Background: an optimization exercise with open tools, aiming at small area, a short achievable clock period and few clock cycles per item. Do not read the settings as production practice. The RTL was checked by simulation tests, not by an equivalence proof against the original design. No activity file was given, so power comes from the tool's default toggle rates.

### flow/config.mk
export PLATFORM = sky130hd
export DESIGN_NAME = lane_plan
export DESIGN_NICKNAME = lane_plan
export VERILOG_FILES = /design/flow/design.v
export SDC_FILE = /design/flow/constraint.sdc
export NUM_CORES = 4
export LEC_CHECK = 0
export CAP_MARGIN = 20
export CORE_MARGIN = 2
export CORE_UTILIZATION = 40
export SLEW_MARGIN = 20
### flow/constraint.sdc
create_clock -name core_clock -period 12.0 [get_ports {clk}]
set_input_delay 2.4000 -clock core_clock [delete_from_list [all_inputs] [get_ports {clk}]]
set_output_delay 2.4000 -clock core_clock [all_outputs]
set_load 0.01 [all_outputs]
### flow/design.v
module lane_plan_node #(
    parameter IW = 1
) (
    input  wire               mn,
    input  wire               va,
    input  wire signed [15:0] sa,
    input  wire               ha,
    input  wire [IW-1:0]      ia,
    input  wire               vb,
    input  wire signed [15:0] sb,
    input  wire               hb,
    input  wire [IW-1:0]      ib,
    output wire               vo,
    output wire signed [15:0] so,
    output wire               ho,
    output wire [IW:0]        io
);
    wire gt = sa > sb;
    wire eq = sa == sb;
    wire pa = va & (~vb | (eq ? (ha | ~hb) : (gt ^ mn)));
    assign vo = va | vb;
    assign so = pa ? sa : sb;
    assign ho = pa ? ha : hb;
    assign io = pa ? {1'b0, ia} : {1'b1, ib};
endmodule
module lane_plan_dstep #(
    parameter RW = 17,
    parameter QW = 16,
    parameter K  = 4
) (
    input  wire [RW-1:0] rem,
    input  wire [QW-1:0] q,
    input  wire [RW-1:0] d,
    output wire [RW-1:0] rem_o,
    output wire [QW-1:0] q_o
);
    wire [RW-1:0] r [0:K];
    wire [QW-1:0] qq[0:K];
    assign r[0]  = rem;
    assign qq[0] = q;
    genvar g;
    generate
        for (g = 0; g < K; g = g + 1) begin : st
            wire [RW:0] sh   = {r[g], qq[g][QW-1]};
            wire [RW+1:0] df = {1'b0, sh} - {2'b00, d};
            assign r[g+1]  = df[RW+1] ? sh[RW-1:0] : df[RW-1:0];
            assign qq[g+1] = {qq[g][QW-2:0], ~df[RW+1]};
        end
    endgenerate
    assign rem_o = r[K];
    assign q_o   = qq[K];
endmodule
module lane_plan (
    input  wire               clk,
    input  wire               rst,
    input  wire               ld_valid,
    input  wire        [5:0]  ld_idx,
    input  wire signed [15:0] ld_score,
    input  wire        [15:0] ld_vmod,
    input  wire               ld_ranked,
    input  wire               ld_bok,
    input  wire               ld_set_state,
    input  wire        [1:0]  ld_state,
    input  wire               start,
    input  wire               lane_start,
    input  wire signed [23:0] vref,
    input  wire        [22:0] cap,
    input  wire        [15:0] w_stay,
    input  wire        [1:0]  swap_limit,
    input  wire        [11:0] t_frame,
    output reg                busy,
    output reg                done,
    output reg  signed [23:0] res_err,
    output reg                res_pol_neg,
    output reg                res_clamp,
    output reg                res_ceiling,
    output reg         [21:0] res_level,
    output reg         [15:0] res_vbar,
    output reg                res_edge,
    output reg         [5:0]  res_edge_node,
    output reg         [11:0] res_edge_off,
    input  wire        [5:0]  rd_idx,
    output wire               rd_event,
    output wire        [1:0]  rd_state
);
    localparam [1:0] BYP = 2'b00, POS = 2'b01, NEG = 2'b10, BLK = 2'b11;
    localparam [11:0] DWELL = 12'd200;
    localparam [3:0]
        S_IDLE = 4'd0,
        S_C1   = 4'd1,    
        S_C2   = 4'd2,    
        S_XO   = 4'd3,    
        S_XI   = 4'd4,    
        S_X3   = 4'd5,    
        S_X4   = 4'd6,    
        S_I0   = 4'd7,    
        S_I1   = 4'd8,    
        S_I2   = 4'd9,    
        S_I3   = 4'd10,   
        S_E    = 4'd11,   
        S_M1   = 4'd12,   
        S_DA   = 4'd13,   
        S_M2   = 4'd14,   
        S_DD   = 4'd15;   
    reg signed [15:0] score_m [0:63];
    reg        [15:0] vmod_m  [0:63];
    reg        [1:0]  state_m [0:63];
    reg        [63:0] ranked_m;
    reg        [63:0] bok_m;
    reg        [63:0] chg_m;
    reg        [63:0] wr_m;       
    assign rd_event = chg_m[rd_idx];
    assign rd_state = state_m[rd_idx];
    reg signed [23:0] err;
    reg               pol_neg;
    reg        [5:0]  rot;
    reg [3:0]         st;
    reg               fin;         
    wire              idle   = (st == S_IDLE) && !fin;
    wire              ld_go  = idle && ld_valid;
    wire              st_go  = idle && !ld_valid && start;
    reg               lq_v;
    reg        [5:0]  lq_idx;
    reg signed [15:0] lq_score;
    reg        [15:0] lq_vmod;
    reg               lq_rk, lq_bok;
    reg        [1:0]  lq_snew, lq_sold;
    wire       [1:0]  ld_sold = state_m[ld_idx];
    always @(posedge clk) begin
        if (rst) lq_v <= 1'b0;
        else     lq_v <= ld_go;
        lq_idx   <= ld_idx;
        lq_score <= ld_score;
        lq_vmod  <= ld_vmod;
        lq_rk    <= ld_ranked;
        lq_bok   <= ld_bok;
        lq_snew  <= ld_set_state ? ld_state : ld_sold;
        lq_sold  <= ld_sold;
    end
    reg               res_v;
    reg        [5:0]  res_idx;
    reg signed [15:0] res_sc;
    wire [5:0]  rp_idx = idle ? lq_idx : res_idx;
    wire [15:0] rv     = vmod_m[rp_idx];
    reg  [21:0] sum_rk, sum_pos, sum_neg;
    reg  [6:0]  cnt;
    wire        clr_sums = (st == S_C2);
    wire        old_in  = wr_m[lq_idx] & ranked_m[lq_idx];
    wire [15:0] old_v   = old_in ? rv : 16'd0;
    wire [15:0] old_pv  = (old_in && lq_sold == POS) ? rv : 16'd0;
    wire [15:0] old_nv  = (old_in && lq_sold == NEG) ? rv : 16'd0;
    wire [15:0] new_v   = lq_rk ? lq_vmod : 16'd0;
    wire [15:0] new_pv  = (lq_rk && lq_snew == POS) ? lq_vmod : 16'd0;
    wire [15:0] new_nv  = (lq_rk && lq_snew == NEG) ? lq_vmod : 16'd0;
    always @(posedge clk) begin
        if (rst || clr_sums) begin
            sum_rk  <= 22'd0;
            sum_pos <= 22'd0;
            sum_neg <= 22'd0;
            cnt     <= 7'd0;
            wr_m    <= 64'd0;
        end else if (lq_v) begin
            sum_rk  <= sum_rk  + {6'd0, new_v}  - {6'd0, old_v};
            sum_pos <= sum_pos + {6'd0, new_pv} - {6'd0, old_pv};
            sum_neg <= sum_neg + {6'd0, new_nv} - {6'd0, old_nv};
            cnt     <= cnt + {6'd0, lq_rk} - {6'd0, old_in};
            wr_m[lq_idx] <= 1'b1;
        end
    end
    always @(posedge clk) begin
        if (lq_v) begin
            score_m[lq_idx]  <= lq_score;
            vmod_m[lq_idx]   <= lq_vmod;
            ranked_m[lq_idx] <= lq_rk;
            bok_m[lq_idx]    <= lq_bok;
        end
    end
    reg signed [25:0] vsum;
    reg signed [25:0] vstar;
    reg        [22:0] av;
    reg        [1:0]  p;
    reg        [22:0] v;
    reg        [1:0]  swaps;
    reg               ceiling;
    reg               o_v;
    reg        [5:0]  o_idx;
    reg signed [15:0] o_sc;
    reg        [15:0] vo;
    reg               f_ok, f_big, edge_t;
    reg        [5:0]  f_idx;
    reg        [15:0] fv;
    reg        [15:0] xg;
    reg        [1:0]  dcnt;
    reg iss_in, iss_bud, iss_mn, iss_ex;
    always @(*) begin
        iss_in  = ceiling;
        iss_bud = 1'b0;
        iss_mn  = ceiling;
        iss_ex  = 1'b0;
        case (st)
            S_C1, S_XO: begin iss_in = 1'b0; iss_bud = 1'b1; iss_mn = 1'b0; end
            S_C2, S_XI: begin iss_in = 1'b1; iss_bud = 1'b1; iss_mn = 1'b1; end
            S_I1, S_I3: iss_bud = 1'b1;
            S_I2:       iss_ex  = 1'b1;
            default: ;
        endcase
    end
    wire [63:0]  lv;
    wire [1023:0] ls;
    wire [63:0]  lh;
    genvar g;
    generate
        for (g = 0; g < 64; g = g + 1) begin : leaf
            wire [1:0] s  = state_m[g];
            wire in_s  = (s == p);
            wire out_s = (s[1] == s[0]);
            assign lv[g] = ranked_m[g] & ~chg_m[g] & (iss_in ? in_s : out_s) &
                           (~iss_bud | bok_m[g]) & ~(iss_ex && res_idx == g);
            assign ls[g*16 +: 16] = score_m[g];
            assign lh[g] = (g >= rot);
        end
    endgenerate
    wire [31:0] v1; wire [511:0] s1; wire [31:0] h1; wire [63:0]  i1;
    wire [15:0] v2; wire [255:0] s2; wire [15:0] h2; wire [31:0]  i2;
    wire [7:0]  v3; wire [127:0] s3; wire [7:0]  h3; wire [23:0]  i3;
    generate
        for (g = 0; g < 32; g = g + 1) begin : l1
            lane_plan_node #(.IW(1)) n (
                .mn(iss_mn),
                .va(lv[2*g]),   .sa(ls[32*g +: 16]),      .ha(lh[2*g]),   .ia(1'b0),
                .vb(lv[2*g+1]), .sb(ls[32*g+16 +: 16]),   .hb(lh[2*g+1]), .ib(1'b0),
                .vo(v1[g]), .so(s1[16*g +: 16]), .ho(h1[g]), .io(i1[2*g +: 2]));
        end
        for (g = 0; g < 16; g = g + 1) begin : l2
            lane_plan_node #(.IW(1)) n (
                .mn(iss_mn),
                .va(v1[2*g]),   .sa(s1[32*g +: 16]),    .ha(h1[2*g]),   .ia(i1[4*g+1]),
                .vb(v1[2*g+1]), .sb(s1[32*g+16 +: 16]), .hb(h1[2*g+1]), .ib(i1[4*g+3]),
                .vo(v2[g]), .so(s2[16*g +: 16]), .ho(h2[g]), .io(i2[2*g +: 2]));
        end
        for (g = 0; g < 8; g = g + 1) begin : l3
            lane_plan_node #(.IW(2)) n (
                .mn(iss_mn),
                .va(v2[2*g]),   .sa(s2[32*g +: 16]),    .ha(h2[2*g]),   .ia(i2[4*g +: 2]),
                .vb(v2[2*g+1]), .sb(s2[32*g+16 +: 16]), .hb(h2[2*g+1]), .ib(i2[4*g+2 +: 2]),
                .vo(v3[g]), .so(s3[16*g +: 16]), .ho(h3[g]), .io(i3[3*g +: 3]));
        end
    endgenerate
    reg  [7:0]   q3v;
    reg  [127:0] q3s;
    reg  [7:0]   q3h;
    reg  [23:0]  q3i;
    reg          q3mn;
    always @(posedge clk) begin
        q3v  <= v3;
        q3s  <= s3;
        q3h  <= h3;
        q3i  <= i3;
        q3mn <= iss_mn;
    end
    wire [3:0] v4; wire [63:0] s4; wire [3:0] h4; wire [15:0] i4;
    wire [1:0] v5; wire [31:0] s5; wire [1:0] h5; wire [9:0]  i5;
    wire       v6; wire [15:0] s6; wire       h6; wire [5:0]  i6;
    generate
        for (g = 0; g < 4; g = g + 1) begin : l4
            lane_plan_node #(.IW(3)) n (
                .mn(q3mn),
                .va(q3v[2*g]),   .sa(q3s[32*g +: 16]),    .ha(q3h[2*g]),   .ia(q3i[6*g +: 3]),
                .vb(q3v[2*g+1]), .sb(q3s[32*g+16 +: 16]), .hb(q3h[2*g+1]), .ib(q3i[6*g+3 +: 3]),
                .vo(v4[g]), .so(s4[16*g +: 16]), .ho(h4[g]), .io(i4[4*g +: 4]));
        end
        for (g = 0; g < 2; g = g + 1) begin : l5
            lane_plan_node #(.IW(4)) n (
                .mn(q3mn),
                .va(v4[2*g]),   .sa(s4[32*g +: 16]),    .ha(h4[2*g]),   .ia(i4[8*g +: 4]),
                .vb(v4[2*g+1]), .sb(s4[32*g+16 +: 16]), .hb(h4[2*g+1]), .ib(i4[8*g+4 +: 4]),
                .vo(v5[g]), .so(s5[16*g +: 16]), .ho(h5[g]), .io(i5[5*g +: 5]));
        end
    endgenerate
    lane_plan_node #(.IW(5)) n6 (
        .mn(q3mn),
        .va(v5[0]), .sa(s5[15:0]),  .ha(h5[0]), .ia(i5[4:0]),
        .vb(v5[1]), .sb(s5[31:16]), .hb(h5[1]), .ib(i5[9:5]),
        .vo(v6), .so(s6), .ho(h6), .io(i6));
    always @(posedge clk) begin
        res_v   <= v6;
        res_idx <= i6;
        res_sc  <= s6;
    end
    wire signed [25:0] capp   = {3'b000, cap};
    wire signed [25:0] vclamp = (vsum > capp) ? capp : (vsum < -capp) ? -capp : vsum;
    wire [21:0] v_sel = (p == NEG) ? sum_neg : sum_pos;
    wire signed [17:0] i_sc_stay = res_sc + $signed({2'b00, w_stay});
    wire               do_swap   = o_v && res_v && (o_sc > i_sc_stay);
    wire        [22:0] v_swap    = v + vo - rv;
    wire        [23:0] v_add  = {1'b0, v} + {8'd0, rv};
    wire        [23:0] av_add = {1'b0, av} + {8'd0, rv};
    wire               accept = res_v && (ceiling ? ({1'b0, v} >= av_add) : (v_add <= {1'b0, av}));
    wire        [22:0] gap    = ceiling ? (v - av) : (av - v);
    reg         [15:0] mul_a;
    reg         [11:0] mul_b;
    wire        [27:0] mul_p  = mul_a * mul_b;
    reg         [16:0] dv_rem;
    reg         [15:0] dv_q;
    reg         [16:0] dv_d;
    wire        [16:0] dv_rem_n;
    wire        [15:0] dv_q_n;
    lane_plan_dstep #(.RW(17), .QW(16), .K(4)) u_dstep (
        .rem(dv_rem), .q(dv_q), .d(dv_d), .rem_o(dv_rem_n), .q_o(dv_q_n));
    wire        [11:0] a_val  = f_big ? 12'd0 : dv_q[11:0];
    wire        [11:0] u_val  = t_frame - a_val;
    wire               dwell  = (u_val >= DWELL) && (a_val <= t_frame);
    always @(*) begin
        if (st == S_M1) begin
            mul_a = xg;
            mul_b = t_frame;
        end else begin
            mul_a = fv;
            mul_b = u_val;
        end
    end
    wire [29:0] n_a = {1'b0, mul_p, 1'b0} + {14'd0, fv};
    reg  [6:0]  vb_rem;
    reg  [15:0] vb_q;
    reg  [6:0]  vb_d;
    reg  [2:0]  vb_cnt;
    reg         vb_zero;
    wire [6:0]  vb_rem_n;
    wire [15:0] vb_q_n;
    lane_plan_dstep #(.RW(7), .QW(16), .K(4)) u_vbstep (
        .rem(vb_rem), .q(vb_q), .d(vb_d), .rem_o(vb_rem_n), .q_o(vb_q_n));
    wire [15:0] vbar = vb_zero ? 16'd0 : vb_q;
    wire [22:0]        d_val  = dv_q[15:0];
    wire [22:0]        mean   = !edge_t ? v : ceiling ? (v - d_val) : (v + d_val);
    wire signed [25:0] mean_s = (p == NEG) ? -$signed({3'b000, mean}) : $signed({3'b000, mean});
    wire signed [25:0] e_raw  = vstar - mean_s;
    wire signed [25:0] vbar_s = {10'd0, vbar};
    reg        c1_en;
    reg [5:0]  c1_idx;
    reg [1:0]  c1_val;
    reg        c2_en;           
    reg [5:0]  c2_idx;
    always @(*) begin
        c1_en  = 1'b0;
        c1_idx = res_idx;
        c1_val = ceiling ? BYP : p;
        c2_en  = 1'b0;
        c2_idx = res_idx;
        case (st)
            S_X4: begin
                c1_en  = do_swap;
                c1_idx = o_idx;
                c1_val = p;
                c2_en  = do_swap;
            end
            S_I2: c1_en = accept;
            S_M2: begin
                c1_en  = f_ok && dwell;
                c1_idx = f_idx;
            end
            default: ;
        endcase
    end
    wire [1:0] opp = ~p;
    integer j;
    always @(posedge clk) begin
        for (j = 0; j < 64; j = j + 1) begin
            if (rst)
                state_m[j] <= BYP;
            else if (ld_go && ld_set_state && ld_idx == j)
                state_m[j] <= ld_state;
            else if (c1_en && c1_idx == j)
                state_m[j] <= c1_val;
            else if (c2_en && c2_idx == j)
                state_m[j] <= BYP;
            else if (st == S_C2 && (ranked_m[j] ? (state_m[j] == opp)
                                                : (state_m[j] == POS || state_m[j] == NEG)))
                state_m[j] <= BYP;
            if (st_go)
                chg_m[j] <= 1'b0;
            else if ((c1_en && c1_idx == j) || (c2_en && c2_idx == j) ||
                     (st == S_C2 && (ranked_m[j] ? (state_m[j] == opp)
                                                 : (state_m[j] == POS || state_m[j] == NEG))))
                chg_m[j] <= 1'b1;
        end
    end
    always @(posedge clk) begin
        done <= 1'b0;
        if (vb_cnt != 3'd0) begin
            vb_rem <= vb_rem_n;
            vb_q   <= vb_q_n;
            vb_cnt <= vb_cnt - 1'b1;
        end
        if (rst) begin
            st      <= S_IDLE;
            fin     <= 1'b0;
            busy    <= 1'b0;
            err     <= 24'sd0;
            pol_neg <= 1'b0;
            rot     <= 6'd0;
            vb_cnt  <= 3'd0;
        end else if (fin) begin
            if (vb_cnt == 3'd0) begin
                if (e_raw > vbar_s) begin
                    err       <= vbar_s[23:0];
                    res_err   <= vbar_s[23:0];
                    res_clamp <= 1'b1;
                end else if (e_raw < -vbar_s) begin
                    err       <= -vbar_s[23:0];
                    res_err   <= -vbar_s[23:0];
                    res_clamp <= 1'b1;
                end else begin
                    err       <= e_raw[23:0];
                    res_err   <= e_raw[23:0];
                    res_clamp <= 1'b0;
                end
                pol_neg     <= (p == NEG);
                res_pol_neg <= (p == NEG);
                res_ceiling <= ceiling;
                res_level   <= v[21:0];
                res_vbar    <= vbar;
                busy        <= 1'b0;
                done        <= 1'b1;
                fin         <= 1'b0;
            end
        end else begin
            case (st)
            S_IDLE: begin
                if (st_go) begin
                    busy <= 1'b1;
                    if (lane_start) begin
                        err     <= 24'sd0;
                        pol_neg <= 1'b0;
                        rot     <= 6'd0;
                        vsum    <= {{2{vref[23]}}, vref};
                    end else begin
                        rot     <= rot + 1'b1;
                        vsum    <= {{2{vref[23]}}, vref} + {{2{err[23]}}, err};
                    end
                    st <= S_C1;
                end
            end
            S_C1: begin
                vstar <= vclamp;
                av    <= vclamp[25] ? -vclamp[22:0] : vclamp[22:0];
                if (vclamp > 0)      p <= POS;
                else if (vclamp < 0) p <= NEG;
                else                 p <= pol_neg ? NEG : POS;
                swaps    <= 2'd0;
                res_edge <= 1'b0;
                edge_t   <= 1'b0;
                vb_zero <= (cnt == 7'd0);
                vb_rem  <= {1'b0, sum_rk[21:16]};
                vb_q    <= sum_rk[15:0];
                vb_d    <= cnt;
                vb_cnt  <= 3'd4;
                st <= S_C2;
            end
            S_C2: begin
                v <= {1'b0, v_sel};
                if (swap_limit == 2'd0) begin
                    ceiling <= ({1'b0, v_sel} > av);
                    st      <= S_I0;
                end else begin
                    st <= S_X3;
                end
            end
            S_XO: st <= S_XI;
            S_XI: st <= S_X3;
            S_X3: begin
                o_v   <= res_v;
                o_idx <= res_idx;
                o_sc  <= res_sc;
                vo    <= rv;
                st    <= S_X4;
            end
            S_X4: begin
                if (do_swap) begin
                    v     <= v_swap;
                    swaps <= swaps + 1'b1;
                end
                if (do_swap && (swaps + 2'd1 != swap_limit)) begin
                    st <= S_XO;
                end else begin
                    ceiling <= do_swap ? (v_swap > av) : (v > av);
                    st      <= S_I0;
                end
            end
            S_I0: st <= S_I1;
            S_I1: st <= S_I2;
            S_I2: begin
                if (accept) begin
                    v  <= ceiling ? (v - rv) : (v + rv);
                    st <= S_I3;
                end else begin
                    st <= S_E;
                end
            end
            S_I3: st <= S_I2;
            S_E: begin
                f_ok  <= res_v && (rv != 16'd0) && (gap != 23'd0);
                f_big <= (gap >= {7'd0, rv});
                f_idx <= res_idx;
                fv    <= rv;
                xg    <= rv - gap[15:0];
                st    <= S_M1;
            end
            S_M1: begin
                if (!f_ok) begin
                    fin <= 1'b1;
                    st  <= S_IDLE;
                end else if (f_big) begin
                    st <= S_M2;
                end else begin
                    dv_rem <= n_a[28:12];
                    dv_q   <= {n_a[11:0], 4'b0000};
                    dv_d   <= {fv, 1'b0};
                    dcnt   <= 2'd2;
                    st     <= S_DA;
                end
            end
            S_DA: begin
                dv_rem <= dv_rem_n;
                dv_q   <= dv_q_n;
                dcnt   <= dcnt - 1'b1;
                if (dcnt == 2'd0) st <= S_M2;
            end
            S_M2: begin
                if (f_ok && dwell) begin
                    res_edge      <= 1'b1;
                    res_edge_node <= f_idx;
                    res_edge_off  <= a_val;
                    edge_t        <= 1'b1;
                    dv_rem        <= {5'd0, mul_p[27:16]};
                    dv_q          <= mul_p[15:0];
                    dv_d          <= {5'd0, t_frame};
                    dcnt          <= 2'd3;
                    st            <= S_DD;
                end else begin
                    fin <= 1'b1;
                    st  <= S_IDLE;
                end
            end
            S_DD: begin
                dv_rem <= dv_rem_n;
                dv_q   <= dv_q_n;
                dcnt   <= dcnt - 1'b1;
                if (dcnt == 2'd0) begin
                    fin <= 1'b1;
                    st  <= S_IDLE;
                end
            end
            default: st <= S_IDLE;
            endcase
        end
    end
endmodule
### flow/run.sh
#!/bin/bash
# synth_recipe.tcl (not shown) runs the flow's synth.tcl, then flattens the netlist and writes it again
# the make line also repeats each setting of config.mk as NAME=value (left out here)
make -C /OpenROAD-flow-scripts/flow DESIGN_CONFIG=/design/flow/config.mk WORK_HOME=/design/flow/orfs CLKGATE_MAP_FILE= SYNTH_SCRIPT=/design/flow/synth_recipe.tcl finish
==> run summary <==
==> worst max-delay path: cells and delay by family, from the launching register on <==
kind	cells	cell delay, ns
compound gates	17	4.48
simple gates	7	2.68
xor+xnor	1	0.15
flops	1	0.31
fa+ha+maj	2	0.84
mux	6	2.21
buf+inv	1	0.39
==> through the flow <==
| stage | hold WS [ns] | utilization (%) | setup WS [ns] | std cells | cell area (sq um) |
|---|---|---|---|---|---|
| 6_report | 0.430 | 45.4 | 0.593 | 25577 | 221000 |
| 5_1_grt | 0.454 | 45.4 | 0.0684 | 25541 | 221000 |
| 4_1_cts | 0.429 | 45.3 | 0.137 | 25532 | 220000 |
| 3_5_place_dp | 0.429 | 42.9 | 0.207 | 24876 | 209000 |
| 3_3_place_gp | 0.424 | 42.9 | 0.250 | 24874 | 209000 |
| 2_1_floorplan | 0.412 | - | 0.132 | 18285 | 195000 |
==> path summary, 6_finish.rpt <==
path	startpoint	to	depth (start not counted)
max	st[0]$_SDFFE_PP0P_	state_m[15][1]$_SDFFE_PP0P_	34
min	res_sc[14]$_DFF_P_	o_sc[14]$_DFFE_PP_	0
max reg2reg	st[0]$_SDFFE_PP0P_	state_m[15][1]$_SDFFE_PP0P_	34
min reg2reg	res_sc[14]$_DFF_P_	o_sc[14]$_DFFE_PP_	0
==> repair_timing <==
item                                    in CTS  in global routing
endpoints found under the setup margin       0                 18
resized for setup                            0                 15
setup buffers                                0                  3
==> logic make-up (layout without fill, tap and decap cells) <==
family	Yosys count	count (layout)	synth area share (%)
XOR/XNOR	707	707	3.17
other	0	40	0
flip-flops	3130	3130	44.9
AND/OR/NAND/NOR	4438	4438	10.8
AO/OA/AOI/OAI	3971	3971	13.3
buffers and inverters	2550	3352	5.05
multiplexers	1533	1533	9.47
adder cells (fa/ha/maj)	1956	1956	13.4
==> cell usage in the layout, fill, tap and decap left out, types with 374 or more instances in the layout <==
cell type,count
nand3_1,424
o21ai_0,688
edfxtp_1,2500
mux2i_1,1041
nor2_1,1110
dfxtp_1,594
buf_4,590
a21o_1,374
ha_1,1726
inv_1,1862
xnor2_1,502
a21oi_1,1141
nand2_1,1311
==> sequential cells by signal (all words and copies together) (netlist names), 23 cells and up <==
signal	count
err	24
wr_m	64
bok_m	64
vstar	26
vmod_m	1024
v	23
ranked_m	64
q3i	24
score_m	1024
chg_m	64
state_m	128
vsum	25
res_err	24
q3s	128
==> cell type report <==
class                   count  area, sq um
fillers                 45133       266000
multi-input cells       12605        99100
flip-flops and latches   3130        87800
clock buffers             466         9680
well taps                6450         8070
inverters                1875         7040
repair buffers            821         6820
clock inverters           190         1980
diodes                     40          100
==> metal layers <==
layer / vias to the layer above / track usage [%] / routed length [microns]
li1: 68093 / - / -
met1: 75698 / 40.2 / 316000
met2: 7039 / 47.5 / 340000
met3: 1640 / 5.71 / 67900
met4: 28 / 15.3 / 47100
met5: - / 0 / 197
==> power by group <==
group | internal [W] | switching (W)
combinational | 0.0167 | 0.0270
clock | 0.00625 | 0.00485
sequential | 0.0130 | 0.000837
total | 0.0360 | 0.0327
==> flow_summary_export.csv <==
group,metric,value,unit
routing,dr.pass1.iters,8,
grt,grt_max_degree,99,
grt,grt_usage,30.4,%
final_layout,syn_to_final_growth,13.0,%
yosys,seq_area_frac_synth,44.9,%
cts,clkLatencyLatePin,1.06,ns
timing,setup_tns,0,ns
hold_path,hp-class,"flip-flop to flip-flop",
cts,numCtsBuffers,352,
yosys,synth_common_cells,"edfxtp_1, inv_1, ha_1, nand2_1, nor2_1",
cts,hold_buffers,0,
timing,slew_violations,0,
yosys,synth_edf_count,2500,
yosys,ys.flop_type,"edfxtp_1",
yosys,synth_area,195000,sq um
worst_setup_path,crit_top_cell,"a21oi_1",
worst_setup_path,cp.required,12.87,ns
pwr,power_leakage,89.8,nW
routing,drc,0,
grt,grt_pass1_vias,145754,
final_layout,drive_gt1_share,10.4,%
yosys,synth.distinct_cells,110,
yosys,yosysTopAreaCell,"edfxtp_1",
routing,drt_iter0_drc,18162,
grt,gr-total-overflow,0,
placement,port_buffers,219,
yosys,synth.top_cell.area_share,38.4,%
floorplanning,io_pins,220,
worst_setup_path,critPathCaptureType,"flip-flop",
yosys,yosys_warnings,4,
pwr,power.density,311,nW/um^2
yosys,ys_ff_latch,3130,
floorplanning,dieArea,494000,sq um
timing,rsz0062_at_grt,"no",
routing,vias,152498,
grt,antenna_found_initial,86,
floorplanning,rows,256,
worst_setup_path,slowest_delay,0.86,ns
timing,fin_crit,11.41,ns
timing,fin_skew,0.116,ns
cts,cts-root-buf,"clkbuf_16",
timing,max_freq,87.7,MHz
cts,cts-htree-levels,5,
final_layout,fin_nets,20870,
yosys,synthesis.nets,20370,
timing,max-slew-margin-rel,14.6,%
pwr,total_power,0.0687,W
pwr,ir_drop,0.932,mV
timing,hold_viol,0,
routing,wire_per_inst,30.2,microns
routing,wirelength,771,mm
cts,clock_path_buffers,4,
worst_setup_path,start_kind,"flip-flop",
worst_setup_path,cp_data_arrival_time,12.27,ns
routing,viasPerCell,5.96,
worst_setup_path,reg2reg_slack,0.59,ns
floorplanning,die_x,703,microns
placement,place.gp.congestion,1.05,
yosys,postSynthAreaPerCell,10.7,sq um
floorplanning,start_util,40.2,%
grt,grt_pass1_wl,1080,mm
cts,clk_pin_slew,0.06,ns
timing,fin_crit_sh,95.1,%
cts,cts_sinks,3130,
worst_setup_path,worstSetupPathType,"flip-flop to flip-flop",
yosys,synth_most_common_cell,"edfxtp_1",
yosys,synth_area_leaders,"edfxtp_1, ha_1, dfxtp_1",
floorplanning,core,486000,sq um
outcome,status,"complete, no violations",
timing,worst_pin_slew,1.28,ns
floorplanning,die_y,703,microns
worst_setup_path,slowest_stage,"a2bb2oi_1",
yosys,synthArstFlopShare,0,%
timing,setup_viol,0,
placement,dp_hpwl,575,mm
yosys,postSynthCellCount,18285,
flow_run,max_cap_viol_count,0,
worst_setup_path,critPathMaxFanout,60,
cts,tritoncts,"yes",
routing,ant_nets,0,
Testbench counts, summed over its fixed seeds: cycles 68,312, frames 800.

==> static timing again, ports no longer ideal <==
The results above use ideal ports. As a check the final layout listed here was re-extracted and re-timed, cells and wires unchanged.
Step 1 assumes that a clkbuf_16 drives the clock port and a buf_2 every other input.
Step 2 also shifts input and output timing later by t, the mid clock arrival at the registers, as if the neighbouring blocks saw the same clock.
Slacks: no drivers / after step 1 / after step 2; pairs: no drivers / after step 1.
t (ns): 1.117
setup WS [ns]: 0.593 / 0.593 / 0.499
slew at the worst register clock pin (ns): 0.07 / 0.07
After both steps this run still meets setup and hold. The setup slack of this run moves by 0.000 ns with the drivers and by -0.094 ns with both steps.
